From an optimization exercise on the open Yosys and OpenROAD flow, aimed at small area; shortcuts taken in it are not production practice. The RTL was checked by simulation tests, not by an equivalence proof against the original design. Power is estimated from default activity; no workload was simulated.

==> design/flow/flow/run.sh <==
#!/bin/bash
set -euo pipefail
W=$(pwd)

# Synthesis script: ORFS's synth.tcl with only its ABC call changed
sed 's|^  log_cmd abc {\*}\$abc_args$|  log_cmd abc {*}$lib_args {*}$lib_dont_use_args|' \
    "$FLOW_HOME/scripts/synth.tcl" > own_synth_body.tcl
grep -q '^  log_cmd abc {\*}\$lib_args {\*}\$lib_dont_use_args$' own_synth_body.tcl
sed "s|source \$::env(SCRIPTS_DIR)/synth.tcl|source $W/own_synth_body.tcl|" synth_recipe.tcl > own_synth.tcl
grep -q own_synth_body own_synth.tcl

# The standard synthesis, for its registers, in a folder of its own
sed "s|WORK_HOME=[^ ]*|WORK_HOME=$W/ref|" standard.sh > ref.sh
bash ref.sh synth > synth_ref.log 2>&1

# This flow's synthesis, where the layout continues from
sed "s|SYNTH_SCRIPT=[^ ]*|SYNTH_SCRIPT=$W/own_synth.tcl|" standard.sh > own.sh
grep -q "SYNTH_SCRIPT=$W/own_synth.tcl" own.sh
bash own.sh synth > synth_own.log 2>&1

regs() {
    grep -oE '^\s*sky130_fd_sc_hd__\S*(df|dl)\S*\s+\S+' "$1" | awk '{print $1, $2}' | sort
}
REF=ref/results/$FLOW_PLATFORM/cvu_pair/base/1_2_yosys.v
OWN=orfs/results/$FLOW_PLATFORM/cvu_pair/base/1_2_yosys.v
regs "$REF" > regs_ref.txt
regs "$OWN" > regs_own.txt
if [[ -s regs_ref.txt ]] && cmp -s regs_ref.txt regs_own.txt; then
    echo "registers match the standard synthesis ($(wc -l < regs_own.txt))" > regs_check.log
else
    echo "registers differ from the standard synthesis: using it" > regs_check.log
    rm -rf orfs
fi

bash standard.sh > layout.log 2>&1
==> design/flow/constraint.sdc <==
create_clock -name core_clock -period 10.0 [get_ports {clk}]
set_input_delay 2.0000 -clock core_clock [delete_from_list [all_inputs] [get_ports {clk}]]
set_output_delay 2.0000 -clock core_clock [all_outputs]
set_load 0.01 [all_outputs]
==> design/flow/config.mk <==
export PLATFORM = sky130hd
export DESIGN_NAME = cvu_pair
export DESIGN_NICKNAME = cvu_pair
export VERILOG_FILES = /design/flow/design.v
export SDC_FILE = /design/flow/constraint.sdc
export NUM_CORES = 4
export LEC_CHECK = 0
export CAP_MARGIN = 20
export CORE_MARGIN = 2
export CORE_UTILIZATION = 40
export PLACE_DENSITY = 0.6
export SLEW_MARGIN = 20
==> design/flow/design.v <==
module cvu_crc (
    input  wire [1:0]  poly,
    input  wire [31:0] val,
    input  wire [31:0] data,
    input  wire [1:0]  nb,
    output wire [31:0] val_out
);
    wire n1 = ~nb[1] & ~nb[0];
    wire n2 = ~nb[1] &  nb[0];
    wire n4 =  nb[1];
    wire [31:0] x = val ^ data;
    wire [31:0] y32 = {n4 ? x[31:24] : n2 ? x[15:8] : x[7:0],
                       n4 ? x[23:16] : {8{n2}} & x[7:0],
                       x[15:0] & {16{n4}}};
    wire [31:0] z32 = n1 ? {8'd0, val[31:8]} : n2 ? {16'd0, val[31:16]} : 32'd0;
    wire [31:0] ta, tc;
    cvu_t32 u_t32 (.y(y32), .ta(ta), .tc(tc));
    wire [31:0] r32 = z32 ^ (poly[0] ? tc : ta);
    wire [15:0] c16 = poly[0] ? {val[7:0], 8'd0} : val[15:0];
    wire [7:0]  h16 = c16[15:8] ^ data[7:0];
    wire [31:0] y16 = {n4 ? (c16 ^ {data[7:0], data[15:8]}) : 16'd0,
                       n4 ? data[23:16] : {8{n2}} & h16,
                       n4 ? data[31:24] : n2 ? (c16[7:0] ^ data[15:8]) : h16};
    wire [15:0] t16;
    wire [7:0]  t8;
    cvu_t16 u_t16 (.y(y16), .t16(t16), .t8(t8));
    wire [15:0] r16 = t16 ^ {c16[7:0] & {8{n1}}, 8'd0};
    assign val_out = poly[1] ? (poly[0] ? {24'd0, t8} : {16'd0, r16}) : r32;
endmodule
module cvu_t32 (
    input  wire [31:0] y,
    output wire [31:0] ta,
    output wire [31:0] tc
);
    wire g0 = y[23] ^ y[2];
    wire g1 = y[0] ^ y[22];
    wire g2 = y[3] ^ y[6];
    wire g3 = y[26] ^ y[7];
    wire g4 = y[25] ^ y[30];
    wire g5 = y[13] ^ y[4];
    wire g6 = y[21] ^ y[24];
    wire g7 = y[11] ^ y[27];
    wire g8 = y[14] ^ y[5];
    wire g9 = y[15] ^ y[31];
    wire g10 = y[28] ^ y[29];
    wire g11 = y[1] ^ y[20];
    wire g12 = y[17] ^ y[8];
    wire g13 = g0 ^ y[16];
    wire g14 = y[10] ^ y[9];
    wire g15 = g4 ^ y[18];
    wire g16 = g1 ^ y[19];
    wire g17 = g6 ^ y[12];
    wire g18 = g2 ^ y[25];
    wire g19 = g3 ^ y[10];
    wire g20 = y[0] ^ y[31];
    wire g21 = g7 ^ y[12];
    wire g22 = g8 ^ g9;
    wire g23 = g12 ^ g5;
    wire g24 = g11 ^ g13;
    wire g25 = y[4] ^ y[7];
    wire g26 = g14 ^ y[18];
    wire g27 = y[2] ^ y[5];
    wire g28 = y[19] ^ y[23];
    wire g29 = y[15] ^ y[9];
    wire g30 = y[26] ^ y[6];
    wire g31 = g2 ^ g3;
    wire g32 = y[1] ^ y[27];
    wire g33 = y[24] ^ y[28];
    wire g34 = y[13] ^ y[7];
    wire g35 = y[14] ^ y[3];
    wire g36 = g3 ^ g8;
    wire g37 = y[16] ^ y[29];
    wire g38 = g10 ^ y[26];
    wire g39 = g0 ^ g11;
    wire g40 = y[11] ^ y[1];
    wire g41 = y[20] ^ y[8];
    wire g42 = g10 ^ g13;
    wire g43 = y[12] ^ y[20];
    wire g44 = g5 ^ y[17];
    wire g45 = g1 ^ g15;
    wire g46 = y[18] ^ y[21];
    wire g47 = g17 ^ y[3];
    wire g48 = g19 ^ g5;
    wire g49 = g20 ^ y[30];
    wire g50 = g10 ^ y[16];
    wire g51 = g16 ^ y[21];
    wire g52 = y[5] ^ y[9];
    wire g53 = g18 ^ g27;
    wire g54 = g26 ^ y[4];
    wire g55 = g21 ^ y[6];
    wire g56 = y[10] ^ y[15];
    wire g57 = y[11] ^ y[12];
    wire g58 = g28 ^ y[22];
    wire g59 = g23 ^ g30;
    wire g60 = g33 ^ g7;
    wire g61 = g12 ^ g8;
    wire g62 = g2 ^ y[17];
    wire g63 = g48 ^ y[14];
    wire g64 = g16 ^ g22;
    wire g65 = g9 ^ y[18];
    wire g66 = y[19] ^ y[22];
    wire g67 = g39 ^ y[29];
    wire g68 = g4 ^ g7;
    wire g69 = g20 ^ y[19];
    wire g70 = g6 ^ y[23];
    wire g71 = g1 ^ y[8];
    wire g72 = g24 ^ g31;
    wire g73 = g0 ^ g32;
    wire g74 = g12 ^ g25;
    wire g75 = g3 ^ y[29];
    wire g76 = g41 ^ y[30];
    wire g77 = g18 ^ g34;
    wire g78 = g21 ^ g52;
    wire g79 = g77 ^ y[28];
    wire g80 = g14 ^ g35;
    wire g81 = y[0] ^ y[13];
    wire g82 = g44 ^ y[30];
    wire g83 = g22 ^ g45;
    wire g84 = g16 ^ g9;
    wire g85 = g36 ^ g5;
    wire g86 = g85 ^ y[9];
    wire g87 = g2 ^ y[8];
    wire g88 = g13 ^ y[20];
    wire g89 = g25 ^ y[6];
    wire g90 = g47 ^ y[10];
    wire g91 = g90 ^ y[5];
    wire g92 = g91 ^ y[7];
    wire g93 = y[0] ^ y[25];
    wire g94 = g40 ^ y[9];
    wire g95 = g36 ^ y[12];
    wire g96 = y[20] ^ y[24];
    wire g97 = g15 ^ g17;
    wire g98 = g15 ^ g63;
    wire g99 = g37 ^ y[31];
    wire g100 = g7 ^ y[28];
    wire g101 = g28 ^ g49;
    wire g102 = g101 ^ y[27];
    wire g103 = g14 ^ g6;
    wire g104 = g14 ^ g30;
    wire g105 = y[17] ^ y[24];
    wire g106 = g24 ^ y[25];
    wire g107 = g34 ^ g55;
    wire g108 = g17 ^ g50;
    wire g109 = y[23] ^ y[6];
    wire g110 = g9 ^ y[1];
    wire g111 = g19 ^ y[27];
    wire g112 = g23 ^ y[22];
    wire g113 = g13 ^ g69;
    wire g114 = g49 ^ y[23];
    wire g115 = g4 ^ g59;
    wire g116 = g43 ^ g46;
    wire g117 = g11 ^ g61;
    wire g118 = g71 ^ g72;
    wire g119 = g118 ^ y[4];
    wire g120 = g52 ^ g6;
    wire g121 = g120 ^ g73;
    wire g122 = g121 ^ g74;
    wire g123 = g122 ^ y[3];
    wire g124 = g33 ^ g53;
    wire g125 = g124 ^ g54;
    wire g126 = g125 ^ g71;
    wire g127 = g14 ^ g18;
    wire g128 = g127 ^ g28;
    wire g129 = g128 ^ g40;
    wire g130 = g129 ^ g75;
    wire g131 = g130 ^ y[4];
    wire g132 = g131 ^ y[5];
    wire g133 = g19 ^ g27;
    wire g134 = g133 ^ g55;
    wire g135 = g134 ^ g76;
    wire g136 = g135 ^ y[24];
    wire g137 = g136 ^ y[4];
    wire g138 = g20 ^ g78;
    wire g139 = g138 ^ g79;
    wire g140 = g139 ^ y[21];
    wire g141 = g140 ^ y[8];
    wire g142 = g42 ^ g43;
    wire g143 = g142 ^ g80;
    wire g144 = g143 ^ g81;
    wire g145 = g35 ^ g40;
    wire g146 = g145 ^ g56;
    wire g147 = g146 ^ g6;
    wire g148 = g147 ^ g82;
    wire g149 = g148 ^ y[29];
    wire g150 = g57 ^ g83;
    wire g151 = g150 ^ y[16];
    wire g152 = g151 ^ y[2];
    wire g153 = g152 ^ y[4];
    wire g154 = g23 ^ g27;
    wire g155 = g154 ^ g43;
    wire g156 = g155 ^ g84;
    wire g157 = g156 ^ y[7];
    wire g158 = g1 ^ g46;
    wire g159 = g158 ^ g86;
    wire g160 = g159 ^ y[2];
    wire g161 = g32 ^ g56;
    wire g162 = g161 ^ g58;
    wire g163 = g162 ^ g8;
    wire g164 = g163 ^ g87;
    wire g165 = g29 ^ g33;
    wire g166 = g165 ^ g88;
    wire g167 = g166 ^ g89;
    wire g168 = g167 ^ y[11];
    wire g169 = g12 ^ g37;
    wire g170 = g169 ^ g92;
    wire g171 = g170 ^ g93;
    wire g172 = g45 ^ g59;
    wire g173 = g172 ^ g94;
    wire g174 = g26 ^ g73;
    wire g175 = g174 ^ g95;
    wire g176 = g175 ^ y[19];
    wire g177 = g176 ^ y[31];
    wire g178 = g48 ^ g58;
    wire g179 = g178 ^ g60;
    wire g180 = g179 ^ y[15];
    wire g181 = g180 ^ y[16];
    wire g182 = g181 ^ y[1];
    wire g183 = g21 ^ g42;
    wire g184 = g183 ^ g61;
    wire g185 = g184 ^ g96;
    wire g186 = g185 ^ y[25];
    wire g187 = g29 ^ g38;
    wire g188 = g187 ^ g62;
    wire g189 = g188 ^ g81;
    wire g190 = g189 ^ g97;
    wire g191 = g16 ^ g32;
    wire g192 = g191 ^ g98;
    wire g193 = g192 ^ g99;
    wire g194 = g100 ^ g25;
    wire g195 = g194 ^ g62;
    wire g196 = g195 ^ g64;
    wire g197 = g196 ^ y[16];
    wire g198 = g197 ^ y[30];
    wire g199 = g1 ^ g27;
    wire g200 = g199 ^ g38;
    wire g201 = g200 ^ g65;
    wire g202 = g201 ^ y[12];
    wire g203 = g202 ^ y[17];
    wire g204 = g203 ^ y[3];
    wire g205 = g66 ^ g75;
    wire g206 = g205 ^ g76;
    wire g207 = g206 ^ y[13];
    wire g208 = g207 ^ y[18];
    wire g209 = g208 ^ y[27];
    wire g210 = g209 ^ y[2];
    wire g211 = g102 ^ g35;
    wire g212 = g211 ^ g41;
    wire g213 = g212 ^ y[21];
    wire g214 = g213 ^ y[28];
    wire g215 = g214 ^ y[9];
    wire g216 = g103 ^ g31;
    wire g217 = g216 ^ g42;
    wire g218 = g217 ^ g9;
    wire g219 = g218 ^ y[8];
    wire g220 = g104 ^ g105;
    wire g221 = g220 ^ g67;
    wire g222 = g221 ^ g68;
    wire g223 = g100 ^ g15;
    wire g224 = g19 ^ g223;
    wire g225 = g224 ^ g47;
    wire g226 = g225 ^ y[2];
    wire g227 = g226 ^ y[31];
    wire g228 = g10 ^ g106;
    wire g229 = g107 ^ g228;
    wire g230 = g229 ^ g69;
    wire g231 = g1 ^ g108;
    wire g232 = g109 ^ g231;
    wire g233 = g232 ^ g82;
    wire g234 = g233 ^ y[14];
    wire g235 = g105 ^ g34;
    wire g236 = g235 ^ g83;
    wire g237 = g236 ^ y[1];
    wire g238 = g237 ^ y[23];
    wire g239 = g238 ^ y[29];
    wire g240 = g15 ^ g25;
    wire g241 = g240 ^ g35;
    wire g242 = g241 ^ g66;
    wire g243 = g242 ^ g9;
    wire g244 = g243 ^ g96;
    wire g245 = g110 ^ g51;
    wire g246 = g245 ^ g53;
    wire g247 = g246 ^ y[7];
    wire g248 = g106 ^ g29;
    wire g249 = g248 ^ g36;
    wire g250 = g249 ^ g60;
    wire g251 = g250 ^ y[4];
    wire g252 = g251 ^ y[6];
    wire g253 = g108 ^ g111;
    wire g254 = g12 ^ g253;
    wire g255 = g254 ^ g53;
    wire g256 = g255 ^ y[15];
    wire g257 = g112 ^ g15;
    wire g258 = g257 ^ g31;
    wire g259 = g258 ^ g50;
    wire g260 = g259 ^ g7;
    wire g261 = g260 ^ y[9];
    wire g262 = g10 ^ g102;
    wire g263 = g12 ^ g262;
    wire g264 = g263 ^ g54;
    wire g265 = g264 ^ g95;
    wire g266 = g113 ^ g98;
    wire g267 = g266 ^ y[29];
    wire g268 = g267 ^ y[8];
    wire g269 = g113 ^ g2;
    wire g270 = g269 ^ g4;
    wire g271 = g270 ^ g74;
    wire g272 = g271 ^ y[28];
    wire g273 = g12 ^ g18;
    wire g274 = g273 ^ g42;
    wire g275 = g274 ^ g65;
    wire g276 = g275 ^ g7;
    wire g277 = g276 ^ y[14];
    wire g278 = g15 ^ g21;
    wire g279 = g278 ^ g62;
    wire g280 = g279 ^ g67;
    wire g281 = g280 ^ g8;
    wire g282 = g281 ^ y[0];
    wire g283 = g282 ^ y[19];
    wire g284 = g11 ^ g17;
    wire g285 = g284 ^ g31;
    wire g286 = g285 ^ g5;
    wire g287 = g286 ^ g65;
    wire g288 = g287 ^ y[19];
    wire g289 = g288 ^ y[28];
    wire g290 = g289 ^ y[2];
    wire g291 = g290 ^ y[30];
    wire g292 = g38 ^ g70;
    wire g293 = g292 ^ g84;
    wire g294 = g293 ^ g87;
    wire g295 = g294 ^ g94;
    wire g296 = g295 ^ y[13];
    wire g297 = g10 ^ g30;
    wire g298 = g297 ^ g56;
    wire g299 = g298 ^ g57;
    wire g300 = g299 ^ y[22];
    wire g301 = g300 ^ y[30];
    wire g302 = g301 ^ y[5];
    wire g303 = g107 ^ g114;
    wire g304 = g303 ^ g37;
    wire g305 = g115 ^ g78;
    wire g306 = g305 ^ g88;
    wire g307 = g306 ^ g9;
    wire g308 = g39 ^ g44;
    wire g309 = g308 ^ g46;
    wire g310 = g309 ^ g57;
    wire g311 = g310 ^ g9;
    wire g312 = g311 ^ g93;
    wire g313 = g312 ^ y[10];
    wire g314 = g313 ^ y[3];
    wire g315 = g116 ^ g29;
    wire g316 = g315 ^ g58;
    wire g317 = g316 ^ g79;
    wire g318 = g317 ^ y[27];
    wire g319 = g16 ^ g41;
    wire g320 = g319 ^ g50;
    wire g321 = g320 ^ g63;
    wire g322 = g321 ^ g70;
    wire g323 = g1 ^ g117;
    wire g324 = g29 ^ g323;
    wire g325 = g324 ^ g68;
    wire g326 = g325 ^ g70;
    wire g327 = g326 ^ y[29];
    wire g328 = g104 ^ g110;
    wire g329 = g13 ^ g328;
    wire g330 = g329 ^ g97;
    wire g331 = g330 ^ y[22];
    wire g332 = g331 ^ y[28];
    wire g333 = g10 ^ g11;
    wire g334 = g14 ^ g2;
    wire g335 = g333 ^ g334;
    wire g336 = g335 ^ g44;
    wire g337 = g336 ^ g64;
    wire g338 = g103 ^ g15;
    wire g339 = g338 ^ g38;
    wire g340 = g339 ^ y[27];
    wire g341 = g38 ^ g66;
    wire g342 = g341 ^ g68;
    wire g343 = g342 ^ y[10];
    wire g344 = g343 ^ y[31];
    wire g345 = g22 ^ g37;
    wire g346 = g345 ^ g4;
    wire g347 = g346 ^ g89;
    wire g348 = g347 ^ y[12];
    wire g349 = g348 ^ y[1];
    wire g350 = g349 ^ y[24];
    wire g351 = g350 ^ y[2];
    wire g352 = g351 ^ y[9];
    wire g353 = g11 ^ g114;
    wire g354 = g23 ^ g353;
    wire g355 = g354 ^ g60;
    wire g356 = g355 ^ g80;
    wire g357 = g109 ^ g111;
    wire g358 = g116 ^ g357;
    wire g359 = g358 ^ g99;
    wire g360 = g115 ^ g24;
    wire g361 = g29 ^ g360;
    wire g362 = g361 ^ g51;
    wire g363 = g362 ^ g8;
    wire g364 = g22 ^ g26;
    wire g365 = g364 ^ g6;
    wire g366 = g365 ^ g72;
    wire g367 = g366 ^ y[17];
    wire g368 = g367 ^ y[22];
    wire g369 = g368 ^ y[27];
    wire g370 = g117 ^ g26;
    wire g371 = g370 ^ g51;
    wire g372 = g371 ^ y[26];
    wire g373 = g372 ^ y[3];
    wire g374 = g39 ^ g51;
    wire g375 = g374 ^ g54;
    wire g376 = g375 ^ g7;
    wire g377 = g376 ^ y[15];
    wire g378 = g377 ^ y[6];
    wire g379 = g16 ^ g24;
    wire g380 = g379 ^ g92;
    wire g381 = g380 ^ y[11];
    wire g382 = g381 ^ y[28];
    wire g383 = g112 ^ g17;
    wire g384 = g18 ^ g383;
    wire g385 = g384 ^ g67;
    wire g386 = g385 ^ y[11];
    wire g387 = g0 ^ g45;
    wire g388 = g387 ^ g47;
    wire g389 = g388 ^ g86;
    wire g390 = g18 ^ g32;
    wire g391 = g390 ^ g5;
    wire g392 = g391 ^ g64;
    wire g393 = g392 ^ y[10];
    wire g394 = g393 ^ y[23];
    wire g395 = g394 ^ y[24];
    wire g396 = g395 ^ y[26];
    wire g397 = g396 ^ y[8];
    assign ta[0] = g119;
    assign ta[1] = g123;
    assign ta[2] = g126;
    assign ta[3] = g132;
    assign ta[4] = g137;
    assign ta[5] = g141;
    assign ta[6] = g144;
    assign ta[7] = g149;
    assign ta[8] = g153;
    assign ta[9] = g157;
    assign ta[10] = g160;
    assign ta[11] = g164;
    assign ta[12] = g168;
    assign ta[13] = g171;
    assign ta[14] = g173;
    assign ta[15] = g177;
    assign ta[16] = g182;
    assign ta[17] = g186;
    assign ta[18] = g190;
    assign ta[19] = g193;
    assign ta[20] = g198;
    assign ta[21] = g204;
    assign ta[22] = g210;
    assign ta[23] = g215;
    assign ta[24] = g219;
    assign ta[25] = g222;
    assign ta[26] = g227;
    assign ta[27] = g230;
    assign ta[28] = g234;
    assign ta[29] = g239;
    assign ta[30] = g244;
    assign ta[31] = g247;
    assign tc[0] = g252;
    assign tc[1] = g256;
    assign tc[2] = g261;
    assign tc[3] = g265;
    assign tc[4] = g268;
    assign tc[5] = g272;
    assign tc[6] = g277;
    assign tc[7] = g283;
    assign tc[8] = g291;
    assign tc[9] = g296;
    assign tc[10] = g302;
    assign tc[11] = g304;
    assign tc[12] = g307;
    assign tc[13] = g314;
    assign tc[14] = g318;
    assign tc[15] = g322;
    assign tc[16] = g327;
    assign tc[17] = g332;
    assign tc[18] = g337;
    assign tc[19] = g340;
    assign tc[20] = g344;
    assign tc[21] = g352;
    assign tc[22] = g356;
    assign tc[23] = g359;
    assign tc[24] = g363;
    assign tc[25] = g369;
    assign tc[26] = g373;
    assign tc[27] = g378;
    assign tc[28] = g382;
    assign tc[29] = g386;
    assign tc[30] = g389;
    assign tc[31] = g397;
endmodule
module cvu_t16 (
    input  wire [31:0] y,
    output wire [15:0] t16,
    output wire [7:0] t8
);
    wire g0 = y[24] ^ y[30];
    wire g1 = y[23] ^ y[29];
    wire g2 = y[22] ^ y[28];
    wire g3 = y[21] ^ y[9];
    wire g4 = y[25] ^ y[31];
    wire g5 = g2 ^ y[19];
    wire g6 = y[4] ^ y[8];
    wire g7 = g0 ^ y[10];
    wire g8 = y[12] ^ y[20];
    wire g9 = g1 ^ g3;
    wire g10 = y[27] ^ y[5];
    wire g11 = g6 ^ y[26];
    wire g12 = g7 ^ y[14];
    wire g13 = y[2] ^ y[6];
    wire g14 = g4 ^ y[11];
    wire g15 = y[15] ^ y[7];
    wire g16 = y[16] ^ y[17];
    wire g17 = g9 ^ y[13];
    wire g18 = y[18] ^ y[26];
    wire g19 = g5 ^ g8;
    wire g20 = g10 ^ y[1];
    wire g21 = g12 ^ g13;
    wire g22 = g14 ^ y[3];
    wire g23 = g11 ^ y[0];
    wire g24 = g17 ^ g8;
    wire g25 = y[13] ^ y[21];
    wire g26 = g1 ^ g15;
    wire g27 = g18 ^ y[10];
    wire g28 = g21 ^ y[11];
    wire g29 = g10 ^ g3;
    wire g30 = y[30] ^ y[6];
    wire g31 = g16 ^ y[1];
    wire g32 = g19 ^ g23;
    wire g33 = g20 ^ g24;
    wire g34 = g22 ^ g26;
    wire g35 = g34 ^ y[14];
    wire g36 = g0 ^ g11;
    wire g37 = g36 ^ y[15];
    wire g38 = y[12] ^ y[23];
    wire g39 = y[16] ^ y[31];
    wire g40 = g16 ^ y[13];
    wire g41 = y[5] ^ y[9];
    wire g42 = g27 ^ y[14];
    wire g43 = g42 ^ y[17];
    wire g44 = g15 ^ g25;
    wire g45 = g12 ^ y[18];
    wire g46 = g29 ^ y[22];
    wire g47 = g30 ^ g5;
    wire g48 = g6 ^ y[0];
    wire g49 = g48 ^ y[18];
    wire g50 = g31 ^ y[25];
    wire g51 = g4 ^ y[20];
    wire g52 = y[17] ^ y[9];
    wire g53 = g20 ^ y[3];
    wire g54 = y[0] ^ y[28];
    wire g55 = g54 ^ y[4];
    wire g56 = g28 ^ g9;
    wire g57 = g32 ^ y[11];
    wire g58 = g57 ^ y[27];
    wire g59 = g33 ^ y[28];
    wire g60 = g2 ^ g21;
    wire g61 = g25 ^ g60;
    wire g62 = g61 ^ y[29];
    wire g63 = g35 ^ y[22];
    wire g64 = g63 ^ y[30];
    wire g65 = g37 ^ g38;
    wire g66 = g39 ^ g65;
    wire g67 = g14 ^ g32;
    wire g68 = g40 ^ g41;
    wire g69 = g67 ^ g68;
    wire g70 = g69 ^ y[24];
    wire g71 = g33 ^ g43;
    wire g72 = g71 ^ y[25];
    wire g73 = g72 ^ y[6];
    wire g74 = g18 ^ g28;
    wire g75 = g44 ^ g5;
    wire g76 = g74 ^ g75;
    wire g77 = g76 ^ y[27];
    wire g78 = g19 ^ g35;
    wire g79 = g78 ^ y[16];
    wire g80 = g79 ^ y[27];
    wire g81 = g80 ^ y[8];
    wire g82 = g16 ^ g24;
    wire g83 = g37 ^ g82;
    wire g84 = g83 ^ y[28];
    wire g85 = g4 ^ g40;
    wire g86 = g45 ^ g46;
    wire g87 = g85 ^ g86;
    wire g88 = g87 ^ y[29];
    wire g89 = g14 ^ g43;
    wire g90 = g47 ^ g89;
    wire g91 = g90 ^ y[15];
    wire g92 = g91 ^ y[23];
    wire g93 = g2 ^ g26;
    wire g94 = g39 ^ g49;
    wire g95 = g93 ^ g94;
    wire g96 = g95 ^ y[24];
    wire g97 = g0 ^ g1;
    wire g98 = g41 ^ g50;
    wire g99 = g97 ^ g98;
    wire g100 = g99 ^ y[19];
    wire g101 = g100 ^ y[8];
    wire g102 = g13 ^ g18;
    wire g103 = g102 ^ g51;
    wire g104 = g103 ^ g52;
    wire g105 = g104 ^ g7;
    wire g106 = g22 ^ g27;
    wire g107 = g106 ^ y[19];
    wire g108 = g107 ^ y[21];
    wire g109 = g108 ^ y[27];
    wire g110 = g109 ^ y[7];
    wire g111 = g15 ^ g22;
    wire g112 = g111 ^ g38;
    wire g113 = g112 ^ g46;
    wire g114 = g113 ^ g7;
    wire g115 = g114 ^ y[0];
    wire g116 = g115 ^ y[8];
    wire g117 = g30 ^ g44;
    wire g118 = g117 ^ g53;
    wire g119 = g118 ^ g55;
    wire g120 = g119 ^ y[16];
    wire g121 = g120 ^ y[26];
    wire g122 = g50 ^ g55;
    wire g123 = g122 ^ g56;
    wire g124 = g123 ^ y[12];
    wire g125 = g124 ^ y[15];
    wire g126 = g125 ^ y[3];
    wire g127 = g17 ^ g23;
    wire g128 = g127 ^ g31;
    wire g129 = g128 ^ y[18];
    wire g130 = g129 ^ y[27];
    wire g131 = g130 ^ y[2];
    wire g132 = g45 ^ g5;
    wire g133 = g132 ^ g52;
    wire g134 = g133 ^ g53;
    wire g135 = g134 ^ y[2];
    wire g136 = g0 ^ g13;
    wire g137 = g136 ^ g19;
    wire g138 = g137 ^ g29;
    wire g139 = g138 ^ g49;
    wire g140 = g139 ^ y[29];
    wire g141 = g140 ^ y[7];
    wire g142 = g17 ^ g47;
    wire g143 = g142 ^ g51;
    wire g144 = g143 ^ y[10];
    wire g145 = g144 ^ y[1];
    wire g146 = g145 ^ y[3];
    wire g147 = g146 ^ y[5];
    wire g148 = g147 ^ y[7];
    wire g149 = g148 ^ y[8];
    wire g150 = g11 ^ g56;
    wire g151 = g150 ^ y[20];
    wire g152 = g151 ^ y[22];
    wire g153 = g152 ^ y[31];
    wire g154 = g153 ^ y[7];
    assign t16[0] = g58;
    assign t16[1] = g59;
    assign t16[2] = g62;
    assign t16[3] = g64;
    assign t16[4] = g66;
    assign t16[5] = g70;
    assign t16[6] = g73;
    assign t16[7] = g77;
    assign t16[8] = g81;
    assign t16[9] = g84;
    assign t16[10] = g88;
    assign t16[11] = g92;
    assign t16[12] = g96;
    assign t16[13] = g101;
    assign t16[14] = g105;
    assign t16[15] = g110;
    assign t8[0] = g116;
    assign t8[1] = g121;
    assign t8[2] = g126;
    assign t8[3] = g131;
    assign t8[4] = g135;
    assign t8[5] = g141;
    assign t8[6] = g149;
    assign t8[7] = g154;
endmodule
module cvu (
    input  wire        clk,
    input  wire        rst,
    input  wire        me,
    input  wire        e_ctrl, e_val, e_res, e_tx, e_rx, e_last, e_sync, e_exp, e_rej, e_stat,
    input  wire [31:0] wd,           
    input  wire [31:0] val_new,
    input  wire [31:0] res_new,
    input  wire [15:0] tx_new,
    input  wire [15:0] last_new,
    input  wire [31:0] exp_new,
    input  wire [31:0] rej_new,
    input  wire [2:0]  stat_new,
    output reg  [1:0]  poly,
    output reg         aen,
    output reg         mode,
    output reg  [3:0]  win,
    output reg         sync,
    output reg  [31:0] val,
    output reg  [31:0] res,
    output reg  [15:0] tx,
    output reg  [15:0] rx,
    output reg  [15:0] last,
    output reg  [31:0] expv,
    output reg  [2:0]  stat,
    output reg  [31:0] rej,
    output reg         done
);
    always @(posedge clk) begin
        if (rst | (me & e_ctrl)) begin
            poly <= wd[1:0];
            aen  <= wd[2];
            mode <= wd[3];
            win  <= {wd[7], wd[6] | rst, wd[5:4]};
        end
        if (rst | (me & e_ctrl))
            sync <= wd[8];
        else if (me & e_sync)
            sync <= 1'b0;
        if (rst | (me & e_val))  val  <= val_new;
        if (rst | (me & e_res))  res  <= res_new;
        if (rst | (me & e_stat)) stat <= stat_new;
        if (rst | (me & e_tx))   tx   <= tx_new;
        if (rst | (me & e_rx))   rx   <= wd[15:0];
        if (rst | (me & e_last)) last <= last_new;
        if (rst | (me & e_exp))  expv <= exp_new;
        if (rst | (me & e_rej))  rej  <= rej_new;
        done <= ~rst & me & e_res;
    end
endmodule
module cvu_pair (
    input  wire        clk,
    input  wire        rst,
    input  wire        sel,
    input  wire        we,
    input  wire [6:0]  addr,
    input  wire [31:0] wdata,
    output reg  [31:0] rdata,
    output wire [1:0]  done
);
    localparam W_CTRL   = 6'h00;
    localparam W_CMD    = 6'h01;
    localparam W_VAL    = 6'h02;
    localparam W_RESULT = 6'h03;
    localparam W_TX     = 6'h04;
    localparam W_RX     = 6'h05;
    localparam W_LAST   = 6'h06;
    localparam W_EXPECT = 6'h07;
    localparam W_STAT   = 6'h08;
    localparam W_REJ    = 6'h09;
    localparam W_DATA1  = 6'h0C;
    localparam W_DATA2  = 6'h0D;
    localparam W_DATA4  = 6'h0E;
    wire [5:0] widx = addr[5:0];
    wire       u    = addr[6];
    wire       wr   = sel & we;
    wire [1:0]  poly0, poly1;
    wire        aen0, aen1, mode0, mode1, sync0, sync1;
    wire [3:0]  win0, win1;
    wire [31:0] val0, val1, res0, res1, exp0, exp1, rej0, rej1;
    wire [15:0] tx0, tx1, rx0, rx1, last0, last1;
    wire [2:0]  stat0, stat1;
    wire [1:0]  poly_s = u ? poly1 : poly0;
    wire        aen_s  = u ? aen1  : aen0;
    wire        mode_s = u ? mode1 : mode0;
    wire        sync_s = u ? sync1 : sync0;
    wire [3:0]  win_s  = u ? win1  : win0;
    wire [31:0] val_s  = u ? val1  : val0;
    wire [31:0] res_s  = u ? res1  : res0;
    wire [31:0] exp_s  = u ? exp1  : exp0;
    wire [31:0] rej_s  = u ? rej1  : rej0;
    wire [15:0] tx_s   = u ? tx1   : tx0;
    wire [15:0] rx_s   = u ? rx1   : rx0;
    wire [15:0] last_s = u ? last1 : last0;
    wire [2:0]  stat_s = u ? stat1 : stat0;
    wire w16 = ~poly_s[1] | ~poly_s[0];    
    wire w32 = ~poly_s[1];                 
    wire [31:0] mask = {{16{w32}}, {8{w16}}, 8'hFF};
    wire i_ctrl = widx == W_CTRL;
    wire i_cmd  = widx == W_CMD;
    wire i_val  = widx == W_VAL;
    wire i_tx   = widx == W_TX;
    wire i_rx   = widx == W_RX;
    wire i_last = widx == W_LAST;
    wire i_exp  = widx == W_EXPECT;
    wire i_d1   = widx == W_DATA1;
    wire i_d2   = widx == W_DATA2;
    wire i_d4   = widx == W_DATA4;
    wire i_data = i_d1 | i_d2 | i_d4;
    wire start  = i_cmd & wdata[0];
    wire finish = i_cmd & wdata[1];
    wire clrrej = i_cmd & wdata[2];
    wire [15:0] alive_s = mode_s ? rx_s : tx_s;
    wire [31:0] fold_in = i_data ? val_s : 32'hFFFF_FFFF;
    wire [31:0] fold_d  = i_data ? wdata : {16'd0, alive_s};
    wire [1:0]  fold_n  = i_data ? {i_d4, i_d2} : 2'b01;
    wire [31:0] folded;
    cvu_crc u_crc (.poly(poly_s), .val(fold_in), .data(fold_d), .nb(fold_n), .val_out(folded));
    wire [31:0] val_new = rst ? 32'd0 :
                          i_val ? (wdata & mask) :
                          (i_cmd & ~aen_s) ? mask : folded;
    wire [31:0] xorout  = {{16{w32}}, {8{w32}}, {8{w32 | poly_s[0]}}};
    wire [31:0] res_new = rst ? 32'd0 : (val_s ^ xorout) & mask;
    wire [31:0] diff    = res_new ^ exp_s;
    wire        crc_bad = (|diff[7:0]) | (w16 & |diff[15:8]) | (w32 & |diff[31:16]);
    wire [15:0] d       = rx_s - last_s;
    wire [3:0]  win     = (win_s == 4'd0) ? 4'd1 : win_s;
    wire        in_win  = (d[15:4] == 12'd0) && (d[3:0] != 4'd0) && (d[3:0] <= win);
    wire        alive_bad = aen_s & ~sync_s & ~in_win;
    wire        pass    = ~crc_bad & ~alive_bad;
    wire [2:0]  stat_new = (rst | ~mode_s) ? 3'd0 : {alive_bad, crc_bad, pass};
    wire [15:0] tx_new   = rst ? 16'd0 : i_tx ? wdata[15:0] : tx_s + 16'd1;
    wire [15:0] last_new = rst ? 16'd0 : i_last ? wdata[15:0] : rx_s;
    wire [31:0] rej_new  = (rst | clrrej) ? 32'd0 : rej_s + 32'd1;
    wire        rej_max  = &rej_s;
    wire [31:0] wd_g     = rst ? 32'd0 : wdata;
    wire [31:0] exp_new  = wd_g & mask;
    wire e_ctrl = wr & i_ctrl;
    wire e_val  = wr & (i_val | i_data | start);
    wire e_res  = wr & finish;
    wire e_tx   = wr & (i_tx | (finish & ~mode_s & aen_s));
    wire e_rx   = wr & i_rx;
    wire e_last = wr & (i_last | (finish & mode_s & pass & aen_s));
    wire e_sync = wr & finish & mode_s & pass & aen_s;
    wire e_exp  = wr & i_exp;
    wire e_rej  = wr & (clrrej | (finish & mode_s & ~pass & ~rej_max));
    cvu u_cvu2 (
        .clk(clk), .rst(rst), .me(~u),
        .e_ctrl(e_ctrl), .e_val(e_val), .e_res(e_res), .e_tx(e_tx), .e_rx(e_rx),
        .e_last(e_last), .e_sync(e_sync), .e_exp(e_exp), .e_rej(e_rej), .e_stat(e_res),
        .wd(wd_g), .val_new(val_new), .res_new(res_new), .tx_new(tx_new),
        .last_new(last_new), .exp_new(exp_new), .rej_new(rej_new), .stat_new(stat_new),
        .poly(poly0), .aen(aen0), .mode(mode0), .win(win0), .sync(sync0),
        .val(val0), .res(res0), .tx(tx0), .rx(rx0), .last(last0), .expv(exp0),
        .stat(stat0), .rej(rej0), .done(done[0])
    );
    cvu u_cvu3 (
        .clk(clk), .rst(rst), .me(u),
        .e_ctrl(e_ctrl), .e_val(e_val), .e_res(e_res), .e_tx(e_tx), .e_rx(e_rx),
        .e_last(e_last), .e_sync(e_sync), .e_exp(e_exp), .e_rej(e_rej), .e_stat(e_res),
        .wd(wd_g), .val_new(val_new), .res_new(res_new), .tx_new(tx_new),
        .last_new(last_new), .exp_new(exp_new), .rej_new(rej_new), .stat_new(stat_new),
        .poly(poly1), .aen(aen1), .mode(mode1), .win(win1), .sync(sync1),
        .val(val1), .res(res1), .tx(tx1), .rx(rx1), .last(last1), .expv(exp1),
        .stat(stat1), .rej(rej1), .done(done[1])
    );
    reg [31:0] rd_raw;
    always @* begin
        case (widx)
            W_CTRL:   rd_raw = {23'd0, sync_s, win_s, mode_s, aen_s, poly_s};
            W_VAL:    rd_raw = val_s;
            W_RESULT: rd_raw = res_s;
            W_TX:     rd_raw = {16'd0, tx_s};
            W_RX:     rd_raw = {16'd0, rx_s};
            W_LAST:   rd_raw = {16'd0, last_s};
            W_EXPECT: rd_raw = exp_s;
            W_STAT:   rd_raw = {29'd0, stat_s};
            W_REJ:    rd_raw = rej_s;
            default:  rd_raw = 32'd0;
        endcase
        rdata = rd_raw & (mask | ~{32{i_val | (widx == W_RESULT) | i_exp}});
    end
endmodule
==> design/flow/standard.sh <==
#!/bin/bash
# synth_recipe.tcl (not shown) runs the flow's synth.tcl, then flattens the netlist and writes it again
# the make line also repeats each setting of config.mk as NAME=value (left out here)
make -C /OpenROAD-flow-scripts/flow DESIGN_CONFIG=/design/flow/config.mk WORK_HOME=/design/flow/orfs CLKGATE_MAP_FILE= SYNTH_SCRIPT=/design/flow/synth_recipe.tcl "${@:-finish}"
==> results by group, run 1 <==
Worst hold path
  • Hold EP: u_cvu2.rej[29]$_DFFE_PP_
  • Hold Crit Start: u_cvu2.rej[29]$_DFFE_PP_
  • Min-delay worst type: reg2reg
  • WHS Path Cells: 2

Cells and area
  • Post-route cell area: 0.02901 mm²
  • Share of layout cells above drive strength 1: 6.802%
  • NumNets Final: 2639
  • Area growth syn-to-layout: 16.17%
  • Most frequent cells in the layout: 428 x xnor2_1, 376 x edfxtp_1, 211 x nor2_1
  • Most common cell after layout, fill and taps aside: xnor2_1

Logic synthesis
  • Syn avg cell area: 10.60 µm²
  • Mux cell area share after synthesis: 8.958%
  • Syn_nets: 2421
  • Fraction of registers with async set/reset: 0%
  • Xor-xnor portion of the synthesized cell area: 20.83%
  • Leading area contributor after synthesis: edfxtp_1
  • Cells after synthesis: 2356
  • Largest cells by area after synthesis: edfxtp_1 45%, xnor2_1 15%, mux2i_1 6.3%, xor2_1 5.8%, a21oi_1 3.5%
  • Sequential area share after synthesis: 45.37%
  • Post-Synth Adder-Cell Area: 1.132%
  • FF+latch count, synth: 378
  • Main combinational cell family by area after synthesis: XOR/XNOR gates
  • Compound-Gate Fraction of Synth Area: 13.62%
  • Ys Warns: 2
  • Synth Area in Simple Gates: 9.299%
  • Post-synth top flop: edfxtp_1
  • Mapped cell area: 0.02497 mm²
  • Yosys cell types: 55
  • Top-area cell type share of the netlist area: 45.21%
  • Post-synth EDFFs: 376

Power
  • Clk pwr share: 22.7%
  • Power, Total: 6.767 mW
  • VDD IR max: 0.1171 mV
  • Psw: 2.646 mW
  • Sequential share of power: 30.0%
  • Sw Ratio: 39.10%
  • Power per standard cell area: 233.3 mW/mm²
  • Comb power frac: 47.3%
  • Leakage: 10.27 nW
  • Int Power: 4.121 mW

Timing
  • Final Hold Slack: 0.7889 ns
  • Final WS setup: 1.630 ns
  • Fin. max-slew vios: 0
  • RSZ-0062 raised after global routing: no
  • Setup-failing EPs final: 0
  • Crit share post-route: 83.70%
  • Fin Clk Skew: 0.03857 ns
  • Minimum clock period: 8.370 ns
  • Worst-Margin Slew: 1.252 ns
  • Setup_tns: 0 ns
  • F_max: 119.5 MHz
  • Relative max-transition margin: 15.67%
  • Final Hold Violating Endpoints: 0

Clocking
  • TritonCTS Buffers: 39
  • Root buffer cell: clkbuf_16
  • Clk Latency, worst-skew pair: 0.59 ns
  • CTS Sinks: 378
  • Post-cts gate resize count: 0
  • Clk buf depth: 3
  • H-Tree Depth: 2
  • # hold bufs at CTS: 0
  • Post-CTS setup buffer count: 0
  • Worst-path clk slew: 0.06 ns
  • CTS tree: done

Placed design
  • Pre-CTS setup slack: 1.332 ns
  • Global placer's final weighted congestion: 1.031
  • Buffers on Ports: 76
  • Post-DP Area: 0.02769 mm²
  • Final HPWL DP: 74420 µm

Die
  • Row count: 91
  • Chip width: 253.9 µm
  • Core ar.: 0.06171 mm²
  • Die ar.: 0.06445 mm²
  • Boundary Pins: 77
  • Die height: 253.9 µm
  • Initial Utilization: 40.47%

Run
  • Max Cap Viol: 0

Worst setup path
  • Worst path cell trace: clkdlybuf4s50_1, nand4bb_1, a21oi_4, buf_4, nand2_1, mux2i_1, nor2_1, a21oi_1, xnor2_1, xnor2_1, xor2_1, xnor2_1, xnor2_1, xnor2_1, xnor2_1, o21ai_0, xor2_1, a21oi_1, a22oi_1
  • CP required: 10.37 ns
  • Reg2reg start: u_cvu3.mode$_DFFE_PP_
  • R2r setup slk: 3.59 ns
  • Critical path class: in2reg
  • FF-to-FF End: u_cvu2.val[0]$_DFFE_PP_
  • Crit path max fanout: 35
  • Crit path largest cell delay: 0.86 ns
  • CP most frequent cell: xnor2_1
  • WP data arrival: 8.74 ns
  • CP endpoint kind: flop
  • FF-to-FF path depth: 17
  • CP max-delay cell: a21oi_1
  • Worst setup SP type: primary input

Global routing
  • Met2 usage: 47.37%
  • M1 GR Usage: 42.08%
  • Number of global-route vias before repair: 20130
  • All-Layer GR Usage: 30.66%
  • Gr ovfl total: 0
  • First-pass GRT wire length: 142900 µm
  • Met3 usage: 5.715%
  • Gr busiest metal: met2
  • Initial antenna violation count: 3
  • Pin count of the biggest net entering global routing: 94

Drt
  • DRC violations left: 0
  • Drt pass-1 iters: 6
  • Routed WL: 99780 µm
  • Starting DRT DRC Count: 2994
  • ANT nets after route: 0
  • Via density: 6.118
  • Total number of vias: 21047
  • WL/cell: 29.01 µm

Run status
  • Status: no timing/DRC/antenna violations
-- how the worst max path moves through the flow --
stage / start / endpoint / slack, ns / cells past startpoint
after CTS: addr[6] / u_cvu2.rej[19]$_DFFE_PP_ / 1.90 / 23
after floorplan: addr[6] / u_cvu2.rej[0]$_DFFE_PP_ / 1.73 / 22
after global routing: addr[6] / u_cvu2.rej[21]$_DFFE_PP_ / 1.16 / 23
after detailed placement: addr[3] / u_cvu3.val[0]$_DFFE_PP_ / 1.33 / 19
final: addr[3] / u_cvu2.val[0]$_DFFE_PP_ / 1.63 / 19
after global placement: addr[6] / u_cvu2.val[0]$_DFFE_PP_ / 1.38 / 18
-- power groups by stage --
| stage | registers, mW | clock network [mW] | logic [mW] |
|---|---|---|---|
| 5_1_grt | 2.04 | 1.60 | 3.37 |
| 2_1_floorplan | 2.05 | 0 | 2.16 |
| 4_1_cts | 2.03 | 1.55 | 3.13 |
| 6_report | 2.03 | 1.54 | 3.20 |
| 3_5_place_dp | 2.06 | 0 | 3.11 |
| 3_3_place_gp | 2.05 | 0 | 3.12 |
-- sequential cells by signal, summed over array words and instances, names as in the netlist, 2 cells and up --
name and flops:
u_cvu2.poly 2, u_cvu3.rej 32, u_cvu2.res 32, u_cvu3.res 32
u_cvu2.stat 3, u_cvu3.rx 16, u_cvu3.tx 16, u_cvu2.rx 16
u_cvu2.rej 32, u_cvu2.last 16, u_cvu3.win 4, u_cvu2.val 32
u_cvu3.val 32, u_cvu3.stat 3, u_cvu3.poly 2, u_cvu2.tx 16
u_cvu2.expv 32, u_cvu3.expv 32, u_cvu2.win 4, u_cvu3.last 16
-- kinds of logic after synthesis --
kind of cell               after synthesis
muxes                                  216
buffers and inverters                   50
adders and majority gates               22
AOI/OAI and AO/OA                      567
DFF                                    378
and+or+nand+nor                        529
xor gates and xnor gates               594
-- synthesized netlist by cell type, types with 3 or more instances --
| library cell | n |
|---|---|
| nor2_1 | 213 |
| a31oi_1 | 8 |
| nand4_1 | 6 |
| a2111oi_0 | 5 |
| xor2_1 | 166 |
| o22ai_1 | 60 |
| nor2b_1 | 11 |
| ha_1 | 21 |
| or3_1 | 7 |
| a22o_1 | 7 |
| o31ai_1 | 6 |
| a21boi_0 | 13 |
| a221o_1 | 4 |
| nand2b_1 | 7 |
| nor3_1 | 30 |
| a32oi_1 | 5 |
| edfxtp_1 | 376 |
| nand3_1 | 19 |
| a211oi_1 | 32 |
| mux2_1 | 60 |
| o211ai_1 | 10 |
| a221oi_1 | 4 |
| nor4_1 | 13 |
| a222oi_1 | 3 |
| o22a_1 | 11 |
| or2_0 | 9 |
| a22oi_1 | 35 |
| clkinv_1 | 48 |
| o21a_1 | 5 |
| nor3b_1 | 3 |
| nand2_1 | 167 |
| a21o_1 | 4 |
| mux2i_1 | 156 |
| and2_0 | 12 |
| o221ai_1 | 9 |
| a21oi_1 | 173 |
| o21ai_0 | 165 |
| xnor2_1 | 428 |
| and3_1 | 23 |
-- critical path, delay by kind of cell --
kind            cells  cell delay [ns]
xor+xnor            8             2.46
buf+inv             2             1.00
compound gates      5             2.04
mux                 1             0.53
simple gates        3             0.67
-- cell type report --
type | instances | area (µm²)
antenna | 1 | 2.502
clock buffer | 48 | 1031
clock inverter | 21 | 286.5
fill | 5852 | 32700
inverter | 48 | 180.2
multi-input combinational | 1928 | 13570
sequential | 378 | 11330
tap | 837 | 1047
timing repair buffer | 179 | 1559
-- per-layer routing --
metal	share of wire, %	wire length [µm]	up-vias
li1	-	-	9139
met4	4.8	4749	2
met1	41	41260	10340
met5	0.013	13	-
met2	44	44120	1294
met3	9.7	9635	272
-- stage by stage --
step	utilization [%]	cells
4_1_cts	47.01	3439
6_report	47.01	3440
5_1_grt	47.01	3439
3_5_place_dp	44.87	3370
3_3_place_gp	44.86	3370
2_1_floorplan	-	2356
==> inputs of run 2 (changes only) <==
--- a/design/flow/flow/run.sh
+++ b/design/flow/flow/run.sh
@@ -32,4 +32,7 @@
     rm -rf orfs
 fi
 
-bash standard.sh > layout.log 2>&1
+# Ports get the smallest buffer; the repair steps size them up where needed
+sed 's|"\${@:-finish}"|BUFFER_PORTS_ARGS="-buffer_cell sky130_fd_sc_hd__buf_1" "${@:-finish}"|' standard.sh > layout.sh
+grep -q BUFFER_PORTS_ARGS layout.sh
+bash layout.sh > layout.log 2>&1
--- a/design/flow/config.mk
+++ b/design/flow/config.mk
@@ -8,5 +8,6 @@
 export CAP_MARGIN = 20
 export CORE_MARGIN = 2
 export CORE_UTILIZATION = 40
+export CTS_BUF_LIST = sky130_fd_sc_hd__clkbuf_8
 export PLACE_DENSITY = 0.6
 export SLEW_MARGIN = 20
==> results by group, run 2 <==
Run status
  • Status: no timing/DRC/antenna violations

Die
  • Die height: 253.9 µm
  • Chip width: 253.9 µm
  • Boundary Pins: 77
  • Row count: 91
  • Core ar.: 0.06171 mm²
  • Initial Utilization: 40.47%
  • Die ar.: 0.06445 mm²

Clocking
  • CTS Sinks: 378
  • Clk Latency, worst-skew pair: 0.67 ns
  • H-Tree Depth: 3
  • CTS tree: done
  • Post-cts gate resize count: 0
  • Post-CTS setup buffer count: 0
  • Root buffer cell: clkbuf_8
  • TritonCTS Buffers: 66
  • Clk buf depth: 3
  • # hold bufs at CTS: 0
  • Worst-path clk slew: 0.06 ns

Logic synthesis
  • Cells after synthesis: 2356
  • Sequential area share after synthesis: 45.37%
  • Fraction of registers with async set/reset: 0%
  • FF+latch count, synth: 378
  • Leading area contributor after synthesis: edfxtp_1
  • Post-synth EDFFs: 376
  • Top-area cell type share of the netlist area: 45.21%
  • Mapped cell area: 0.02497 mm²
  • Ys Warns: 2
  • Syn_nets: 2421
  • Top cells by count, synth: 428 x xnor2_1, 376 x edfxtp_1, 213 x nor2_1
  • Most frequent cell after synthesis: xnor2_1
  • Yosys cell types: 55
  • Post-synth top flop: edfxtp_1
  • Largest cells by area after synthesis: edfxtp_1 45%, xnor2_1 15%, mux2i_1 6.3%, xor2_1 5.8%, a21oi_1 3.5%
  • Syn avg cell area: 10.60 µm²

Worst setup path
  • Critical path class: in2reg
  • Crit path max fanout: 27
  • Worst setup SP type: primary input
  • WP data arrival: 8.40 ns
  • CP endpoint kind: flop
  • CP required: 10.38 ns

Timing
  • Final Hold Slack: 0.7844 ns
  • Setup_tns: 0 ns
  • Fin Clk Skew: 0.05824 ns
  • Relative max-transition margin: 17.76%
  • Final WS setup: 1.976 ns
  • Setup-failing EPs final: 0
  • Minimum clock period: 8.024 ns
  • Final Hold Violating Endpoints: 0
  • F_max: 124.6 MHz
  • Worst-Margin Slew: 1.234 ns
  • Fin. max-slew vios: 0
  • RSZ-0062 raised after global routing: no
  • Crit share post-route: 80.24%

Drt
  • Total number of vias: 21089
  • WL/cell: 28.35 µm
  • Drt pass-1 iters: 9
  • Starting DRT DRC Count: 2883
  • DRC violations left: 0
  • Routed WL: 98680 µm
  • ANT nets after route: 0
  • Via density: 6.058

Placed design
  • Final HPWL DP: 73040 µm
  • Placed insts: 3366
  • Global placer's final weighted congestion: 1.024
  • Buffers on Ports: 76
  • Post-DP Area: 0.02720 mm²
  • Pre-CTS setup slack: 1.269 ns

Global routing
  • Number of global-route vias before repair: 20530
  • Initial antenna violation count: 5
  • First-pass GRT wire length: 141900 µm
  • Gr ovfl total: 0
  • Pin count of the biggest net entering global routing: 72
  • All-Layer GR Usage: 30.38%

Cells and area
  • Post-route cell area: 0.02837 mm²
  • Most frequent cells in the layout: 427 x xnor2_1, 376 x edfxtp_1, 211 x nor2_1
  • Most common cell after layout, fill and taps aside: xnor2_1
  • Area growth syn-to-layout: 13.61%
  • NumNets Final: 2662
  • Filler cells: 5935
  • Share of layout cells above drive strength 1: 7.794%
  • Final Non-Filler Cells: 3481

Power
  • Power per standard cell area: 229.7 mW/mm²
  • Leakage: 10.09 nW
  • VDD IR max: 0.08347 mV

Run
  • Max Cap Viol: 0

Worst hold path
  • Min-delay worst type: reg2reg
==> run 2: cell count changes in the layout (fill, tap and decap cells not counted), moves of 2 or more <==
cell             delta
buf_1              +74
clkdlybuf4s50_1    -74
clkbuf_8           +71
clkbuf_16          -40
inv_1              +14
clkinv_1           +10
clkbuf_1            -8
bufinv_16           -6
clkinv_2            +6
buf_4               -3
clkinv_8            -2
==> run 2: layer usage <==
metal / vias to the layer above / wire [µm] / GRT usage (%)
li1: 9178 / - / -
met1: 10229 / 39270 / 40.32
met2: 1376 / 43330 / 46.35
met3: 302 / 10720 / 6.934
met4: 4 / 5315 / 15.61
met5: - / 29 / 0
==> run 2: final timing paths <==
| check | start | endpoint | slack [ns] | depth (start not counted) |
|---|---|---|---|---|
| worst min register to register | u_cvu2.rej[0]$_DFFE_PP_ | u_cvu3.rej[0]$_DFFE_PP_ | 0.78 | 2 |
| worst max-delay path | addr[6] | u_cvu3.val[9]$_DFFE_PP_ | 1.98 | 19 |
| worst max register to register | u_cvu3.rx[1]$_DFFE_PP_ | u_cvu2.rej[21]$_DFFE_PP_ | 3.55 | 23 |
| worst min-delay path | u_cvu2.rej[0]$_DFFE_PP_ | u_cvu3.rej[0]$_DFFE_PP_ | 0.78 | 2 |
==> run 2: area by class of cell <==
type	instances	area (µm²)	area share [%]
diodes	1	2.502	0.008820
clock buffers	71	977.2	3.444
clock inverters	43	192.7	0.6791
inverters	48	180.2	0.6350
multi-input cells	1928	13600	47.92
flip-flops and latches	378	11330	39.94
well taps	837	1047	3.691
repair buffers	175	1046	3.687
==> run 2: cells by family after synthesis <==
group                    count (synthesis)  synth area share (%)
flip-flops                             378                 45.37
adder cells (fa/ha/maj)                 22                 1.132
XOR/XNOR                               594                 20.83
multiplexers                           216                 8.958
buffers and inverters                   50                0.7816
AO/OA/AOI/OAI                          567                 13.62
AND/OR/NAND/NOR                        529                 9.299
==> run 2: report_power, final <==
group          total (mW)  switching (mW)  internal (mW)
logic                3.17            1.95           1.23
registers            2.03          0.0461           1.98
clock network        1.31           0.660          0.655
==> run 2: critical path, stage by stage <==
cell      delay (ns)
clkbuf_4        0.44
buf_4           0.53
mux2i_1         0.80
nand2_1         0.24
mux2i_1         0.71
a22oi_1         0.26
o21ai_1         0.12
buf_4           0.26
xor2_1          0.86
xnor2_1         0.51
xor2_1          0.29
xnor2_1         0.31
xnor2_1         0.14
xnor2_1         0.14
a21oi_1         0.20
xnor2_1         0.16
nor2_1          0.07
o21ai_0         0.18
a21oi_1         0.11
==> run 2: metrics by stage <==
stage                     util (%)  total power [mW]
after floorplan                  -             4.202
after global placement       44.05             5.129
after detailed placement     44.07             5.135
after CTS                    45.97             6.447
after global routing         45.98             6.768
final                        45.98             6.517
==> inputs of run 3 (changes only) <==
--- a/design/flow/config.mk
+++ b/design/flow/config.mk
@@ -9,5 +9,6 @@
 export CORE_MARGIN = 2
 export CORE_UTILIZATION = 40
 export CTS_BUF_LIST = sky130_fd_sc_hd__clkbuf_8
+export GPL_TIMING_DRIVEN = 0
 export PLACE_DENSITY = 0.6
 export SLEW_MARGIN = 20
==> results by group, run 3 <==
Run status
  • Status: no timing/DRC/antenna violations

Power
  • VDD IR max: 0.08750 mV
  • Leakage: 10.12 nW
  • Power, Total: 6.536 mW
  • Power per standard cell area: 227.2 mW/mm²

Timing
  • Final WS setup: 0.8999 ns
  • Final Hold Violating Endpoints: 0
  • Minimum clock period: 9.100 ns
  • Setup_tns: 0 ns
  • Crit share post-route: 91.00%
  • Fin. max-slew vios: 0
  • F_max: 109.9 MHz
  • Relative max-transition margin: 22.53%
  • RSZ-0062 raised after global routing: no
  • Setup-failing EPs final: 0
  • Fin Clk Skew: 0.03672 ns
  • Final Hold Slack: 0.8100 ns
  • Worst-Margin Slew: 1.158 ns

Cells and area
  • Area growth syn-to-layout: 15.18%
  • Filler cells: 5808
  • Post-layout util: 46.61%
  • Share of layout cells above drive strength 1: 7.462%
  • Most common cell after layout, fill and taps aside: xnor2_1
  • Most frequent cells in the layout: 425 x xnor2_1, 376 x edfxtp_1, 206 x nor2_1
  • Final Non-Filler Cells: 3438
  • NumNets Final: 2620
  • Post-route cell area: 0.02876 mm²

Worst setup path
  • Crit. Startpoint: addr[6]
  • R2r setup slk: 2.83 ns
  • CP endpoint kind: flop
  • Worst setup SP type: primary input
  • Reg2reg start: u_cvu3.mode$_DFFE_PP_
  • Crit path max fanout: 20
  • WP data arrival: 9.43 ns
  • CP required: 10.33 ns
  • FF-to-FF path depth: 17
  • Setup crit end: u_cvu3.val[0]$_DFFE_PP_
  • Critical path class: in2reg
  • FF-to-FF End: u_cvu3.val[0]$_DFFE_PP_

Logic synthesis
  • FF+latch count, synth: 378
  • Ys Warns: 2
  • Leading area contributor after synthesis: edfxtp_1
  • Cells after synthesis: 2356
  • Most frequent cell after synthesis: xnor2_1
  • Yosys cell types: 55
  • Sequential area share after synthesis: 45.37%
  • Post-synth EDFFs: 376
  • Syn avg cell area: 10.60 µm²
  • Syn_nets: 2421
  • Top-area cell type share of the netlist area: 45.21%
  • Post-synth top flop: edfxtp_1
  • Fraction of registers with async set/reset: 0%
  • Top cells by count, synth: 428 x xnor2_1, 376 x edfxtp_1, 213 x nor2_1
  • Largest cells by area after synthesis: edfxtp_1 45%, xnor2_1 15%, mux2i_1 6.3%, xor2_1 5.8%, a21oi_1 3.5%
  • Mapped cell area: 0.02497 mm²

Drt
  • Starting DRT DRC Count: 3009
  • WL/cell: 28.07 µm
  • DRC violations left: 0
  • Routed WL: 96510 µm
  • Via density: 6.040
  • ANT nets after route: 0
  • Total number of vias: 20764
  • Drt pass-1 iters: 6

Clocking
  • TritonCTS Buffers: 66
  • CTS tree: done
  • Clk buf depth: 3
  • Post-CTS setup buffer count: 0
  • Worst-path clk slew: 0.06 ns
  • H-Tree Depth: 3
  • Post-cts gate resize count: 0
  • CTS Sinks: 378
  • Clk Latency, worst-skew pair: 0.67 ns
  • Root buffer cell: clkbuf_8
  • # hold bufs at CTS: 0

Die
  • Initial Utilization: 40.47%
  • Core ar.: 0.06171 mm²
  • Die ar.: 0.06445 mm²
  • Boundary Pins: 77
  • Row count: 91
  • Chip width: 253.9 µm
  • Die height: 253.9 µm

Placed design
  • Pre-CTS setup slack: 0.4492 ns
  • Final HPWL DP: 72930 µm
  • Post-DP Area: 0.02760 mm²
  • Buffers on Ports: 76
  • Global placer's final weighted congestion: 0.9891
  • Placed insts: 3324

Global routing
  • All-Layer GR Usage: 29.72%
  • Initial antenna violation count: 2
  • Pin count of the biggest net entering global routing: 37
  • Gr ovfl total: 0
  • Number of global-route vias before repair: 19744
  • First-pass GRT wire length: 138500 µm

Run
  • Max Cap Viol: 0

Worst hold path
  • Min-delay worst type: reg2reg
## run 3: area by class of cell
cell class                 count  area, µm²  share of cell area [%]
antenna                        1      2.502                0.008700
timing repair buffer         131       1279                   4.446
tap                          837       1047                   3.641
clock inverter                46      232.7                  0.8091
sequential                   378      11330                   39.39
clock buffer                  67      922.1                   3.206
buffer                         2      15.01                 0.05220
inverter                      48      181.4                  0.6307
multi-input combinational   1928      13750                   47.81
## run 3: how the worst min path moves through the flow
stage	from	end	depth (start not counted)
2_1_floorplan	u_cvu2.rej[4]$_DFFE_PP_	u_cvu2.rej[4]$_DFFE_PP_	2
3_3_place_gp	u_cvu2.rej[29]$_DFFE_PP_	u_cvu2.rej[29]$_DFFE_PP_	2
3_5_place_dp	u_cvu2.rej[29]$_DFFE_PP_	u_cvu3.rej[29]$_DFFE_PP_	2
4_1_cts	u_cvu2.rej[29]$_DFFE_PP_	u_cvu2.rej[29]$_DFFE_PP_	2
5_1_grt	u_cvu3.rej[18]$_DFFE_PP_	u_cvu2.rej[18]$_DFFE_PP_	2
6_report	u_cvu3.rej[29]$_DFFE_PP_	u_cvu3.rej[29]$_DFFE_PP_	2
## run 3: kinds of logic (layout without fill, tap and decap cells)
group	Yosys count	in the layout	share of synthesized area [%]
other	0	1	0
AND/OR/NAND/NOR	529	529	9.299
adder cells (fa/ha/maj)	22	22	1.132
multiplexers	216	216	8.958
buffers and inverters	50	294	0.7816
flip-flops	378	378	45.37
AO/OA/AOI/OAI	567	567	13.62
XOR/XNOR	594	594	20.83
## run 3: power breakdown
group	switching [mW]	internal [mW]
logic	1.97	1.22
registers	0.0438	1.98
clock network	0.667	0.650
total	2.68	3.86
## run 3: routing by layer
layer / vias to the layer above / global-route usage (%) / wire length (µm)
li1: 9121 / - / -
met1: 10208 / 40.60 / 40370
met2: 1202 / 46.06 / 42940
met3: 231 / 5.808 / 8825
met4: 2 / 12.39 / 4362
met5: - / 0 / 8
## run 3: critical path, stage by stage
cell,delay [ns]
buf_2,0.38
buf_12,0.25
buf_16,0.20
buf_12,0.22
buf_12,0.21
mux2i_1,0.49
o21ai_0,0.15
o22ai_1,0.45
mux2i_1,0.36
nor2_1,0.86
xnor2_1,0.41
xnor2_1,0.74
xor2_1,0.71
xnor2_1,0.28
xnor2_1,0.20
xnor2_1,0.49
xnor2_1,0.13
o21ai_0,0.43
xor2_1,0.13
a21oi_1,0.18
a22oi_1,0.11
==> inputs of run 4 (changes only) <==
--- a/design/flow/config.mk
+++ b/design/flow/config.mk
@@ -8,7 +8,9 @@
 export CAP_MARGIN = 20
 export CORE_MARGIN = 2
 export CORE_UTILIZATION = 40
-export CTS_BUF_LIST = sky130_fd_sc_hd__clkbuf_8
+export CTS_BUF_LIST = sky130_fd_sc_hd__clkbuf_16
+export CTS_CLUSTER_DIAMETER = 100
+export CTS_CLUSTER_SIZE = 30
 export GPL_TIMING_DRIVEN = 0
 export PLACE_DENSITY = 0.6
 export SLEW_MARGIN = 20
==> results by group, run 4 <==
Run status
  • Status: no timing/DRC/antenna violations

Logic synthesis
  • Top cells by count, synth: 428 x xnor2_1, 376 x edfxtp_1, 213 x nor2_1
  • Syn_nets: 2421
  • Post-synth top flop: edfxtp_1
  • Mapped cell area: 0.02497 mm²
  • Ys Warns: 2
  • Fraction of registers with async set/reset: 0%
  • Cells after synthesis: 2356
  • Most frequent cell after synthesis: xnor2_1
  • Syn avg cell area: 10.60 µm²
  • Largest cells by area after synthesis: edfxtp_1 45%, xnor2_1 15%, mux2i_1 6.3%, xor2_1 5.8%, a21oi_1 3.5%
  • Top-area cell type share of the netlist area: 45.21%
  • Leading area contributor after synthesis: edfxtp_1
  • Yosys cell types: 55
  • Sequential area share after synthesis: 45.37%
  • FF+latch count, synth: 378
  • Post-synth EDFFs: 376

Die
  • Chip width: 253.9 µm
  • Core ar.: 0.06171 mm²
  • Row count: 91
  • Boundary Pins: 77
  • Die ar.: 0.06445 mm²
  • Initial Utilization: 40.47%
  • Die height: 253.9 µm

Worst setup path
  • Crit path max fanout: 20
  • Crit path largest cell delay: 0.87 ns
  • CP max-delay cell: nor2_1
  • FF-to-FF path depth: 17
  • Worst setup SP type: primary input
  • CP endpoint kind: flop
  • Critical path class: in2reg
  • CP required: 10.36 ns
  • FF-to-FF End: u_cvu3.val[0]$_DFFE_PP_
  • R2r setup slk: 2.81 ns
  • Reg2reg start: u_cvu3.mode$_DFFE_PP_
  • Crit. Startpoint: addr[6]
  • Setup crit end: u_cvu3.val[0]$_DFFE_PP_
  • CP most frequent cell: xnor2_1
  • WP data arrival: 9.58 ns
  • Worst path cell trace: buf_2, buf_12, buf_16, buf_12, buf_12, mux2i_1, o21ai_0, o22ai_1, mux2i_1, nor2_1, xnor2_1, xnor2_1, xor2_1, xnor2_1, xnor2_1, xnor2_1, xnor2_1, o21ai_0, xor2_1, a21oi_1, a22oi_1

Timing
  • Crit share post-route: 92.15%
  • Fin Clk Skew: 0.05611 ns
  • Setup-failing EPs final: 0
  • Setup_tns: 0 ns
  • Final Hold Violating Endpoints: 0
  • RSZ-0062 raised after global routing: no
  • F_max: 108.5 MHz
  • Worst-Margin Slew: 1.195 ns
  • Fin. max-slew vios: 0
  • Minimum clock period: 9.215 ns
  • Relative max-transition margin: 20.02%

Clocking
  • Clk Latency, worst-skew pair: 0.56 ns
  • CTS tree: done
  • TritonCTS Buffers: 17
  • CTS Sinks: 378
  • Post-CTS setup buffer count: 0
  • Clk buf depth: 3
  • Worst-path clk slew: 0.12 ns
  • H-Tree Depth: 1
  • Root buffer cell: clkbuf_16
  • # hold bufs at CTS: 0
  • Post-cts gate resize count: 0

Placed design
  • Buffers on Ports: 76
  • Post-DP Area: 0.02760 mm²
  • Global placer's final weighted congestion: 0.9891
  • Final HPWL DP: 72930 µm
  • Placed insts: 3324

Drt
  • Routed WL: 95250 µm
  • DRC violations left: 0
  • Via density: 6.038
  • Drt pass-1 iters: 6
  • ANT nets after route: 0
  • Total number of vias: 20210
  • Starting DRT DRC Count: 2876
  • WL/cell: 28.46 µm

Global routing
  • Pin count of the biggest net entering global routing: 37
  • Gr ovfl total: 0
  • Number of global-route vias before repair: 19271
  • All-Layer GR Usage: 29.19%
  • First-pass GRT wire length: 136500 µm
  • Initial antenna violation count: 2

Cells and area
  • Area growth syn-to-layout: 12.50%
  • NumNets Final: 2571
  • Most frequent cells in the layout: 425 x xnor2_1, 376 x edfxtp_1, 206 x nor2_1
  • Number of diodes: 0
  • Post-layout util: 45.52%
  • Most common cell after layout, fill and taps aside: xnor2_1
  • Final Non-Filler Cells: 3347
  • Share of layout cells above drive strength 1: 5.299%
  • Post-route cell area: 0.02809 mm²

Power
  • VDD IR max: 0.1063 mV
  • Leakage: 9.716 nW
  • Power per standard cell area: 215.3 mW/mm²
  • Power, Total: 6.048 mW

Worst hold path
  • Min-delay worst type: reg2reg

Run
  • Max Cap Viol: 0
## run 4: cell counts after synthesis
No cell type changed its count.
## run 4: final cells by class
type / count / area (µm²)
Buffer: 2 / 15.01
Multi-Input combinational cell: 1928 / 13750
Inverter: 48 / 181.4
Fill cell: 5863 / 33620
Timing Repair Buffer: 131 / 1279
Sequential cell: 378 / 11330
Clock inverter: 6 / 61.31
Clock buffer: 17 / 425.4
Tap cell: 837 / 1047
## run 4: kinds of logic after synthesis
logic type                 after synthesis  share of synthesized area, %
DFF                                    378                         45.37
adders and majority gates               22                         1.132
AOI/OAI and AO/OA                      567                         13.62
buffers and inverters                   50                        0.7816
xor gates and xnor gates               594                         20.83
muxes                                  216                         8.958
and+or+nand+nor                        529                         9.299
## run 4: report_power, final
part           switching, mW  internal, mW
Clock                  0.514         0.321
Combinational           1.97          1.22
Sequential            0.0441          1.98
Total                   2.53          3.52
## run 4: routing by layer
metal	vias up	GRT usage (%)	wire length [µm]	part of all wire [%]
met4	4	11.50	4256	4.5
li1	8984	-	-	-
met1	9852	40.07	39290	41
met5	-	0	29	0.030
met3	208	5.336	9173	9.6
met2	1162	45.61	42500	45
## run 4: worst min-delay path by stage
stage	end	cells past startpoint	start
finish	u_cvu2.rej[18]$_DFFE_PP_	2	u_cvu2.rej[18]$_DFFE_PP_
global route	u_cvu2.rej[18]$_DFFE_PP_	2	u_cvu3.rej[18]$_DFFE_PP_
CTS	u_cvu2.rej[18]$_DFFE_PP_	2	u_cvu2.rej[18]$_DFFE_PP_
detailed placement	u_cvu3.rej[29]$_DFFE_PP_	2	u_cvu2.rej[29]$_DFFE_PP_
global placement	u_cvu2.rej[29]$_DFFE_PP_	2	u_cvu2.rej[29]$_DFFE_PP_
floorplan	u_cvu2.rej[4]$_DFFE_PP_	2	u_cvu2.rej[4]$_DFFE_PP_
## run 4: worst max-delay path: cells and delay by family
kind	cells	cell delay, ns
buf+inv	5	1.24
mux	2	0.86
xor+xnor	8	3.18
compound gates	5	1.36
simple gates	1	0.87
## run 4: per-stage QoR
stage	hold WS (ns)	setup slack, ns
2_1_floorplan	0.6935	1.727
3_3_place_gp	0.7601	-19.26
4_1_cts	0.8173	1.017
5_1_grt	0.8600	0.4558
3_5_place_dp	0.7884	0.4492
6_report	0.8236	0.7855

## what the ideal ports hide
The results above use ideal ports. As a check the final layouts listed here were re-extracted and re-timed, cells and wires unchanged.
Step 1 assumes that a clkbuf_16 drives the clock port and a buf_2 every other input.
Step 2 moves the port delays by t, midway between the first and last clock arrival at a register: inputs arrive t later, outputs are due t later. That takes back most of the time a late clock gives input paths.
Three values: no drivers, after step 1, after step 2; two values: the first two.
| run | t (ns) | setup WS [ns] | worst setup path after step 2 | latest minus earliest clock arrival (ns) | pins driven straight from the clock port |
|---|---|---|---|---|---|
| run 1 | 0.627 | 1.630 / 1.660 / 1.033 | input to register | 0.039 / 0.038 | 1 |
| run 2 | 0.699 | 1.976 / 2.003 / 1.304 | input to register | 0.059 / 0.058 | 1 |
| run 3 | 0.708 | 0.900 / 0.926 / 0.218 | input to register | 0.037 / 0.037 | 1 |
| run 4 | 0.589 | 0.785 / 0.815 / 0.226 | input to register | 0.056 / 0.056 | 1 |
After both steps every run listed still meets setup and hold. The setup slack of run 3, which loses most, moves by +0.026 ns with the drivers and by -0.682 ns with both steps.
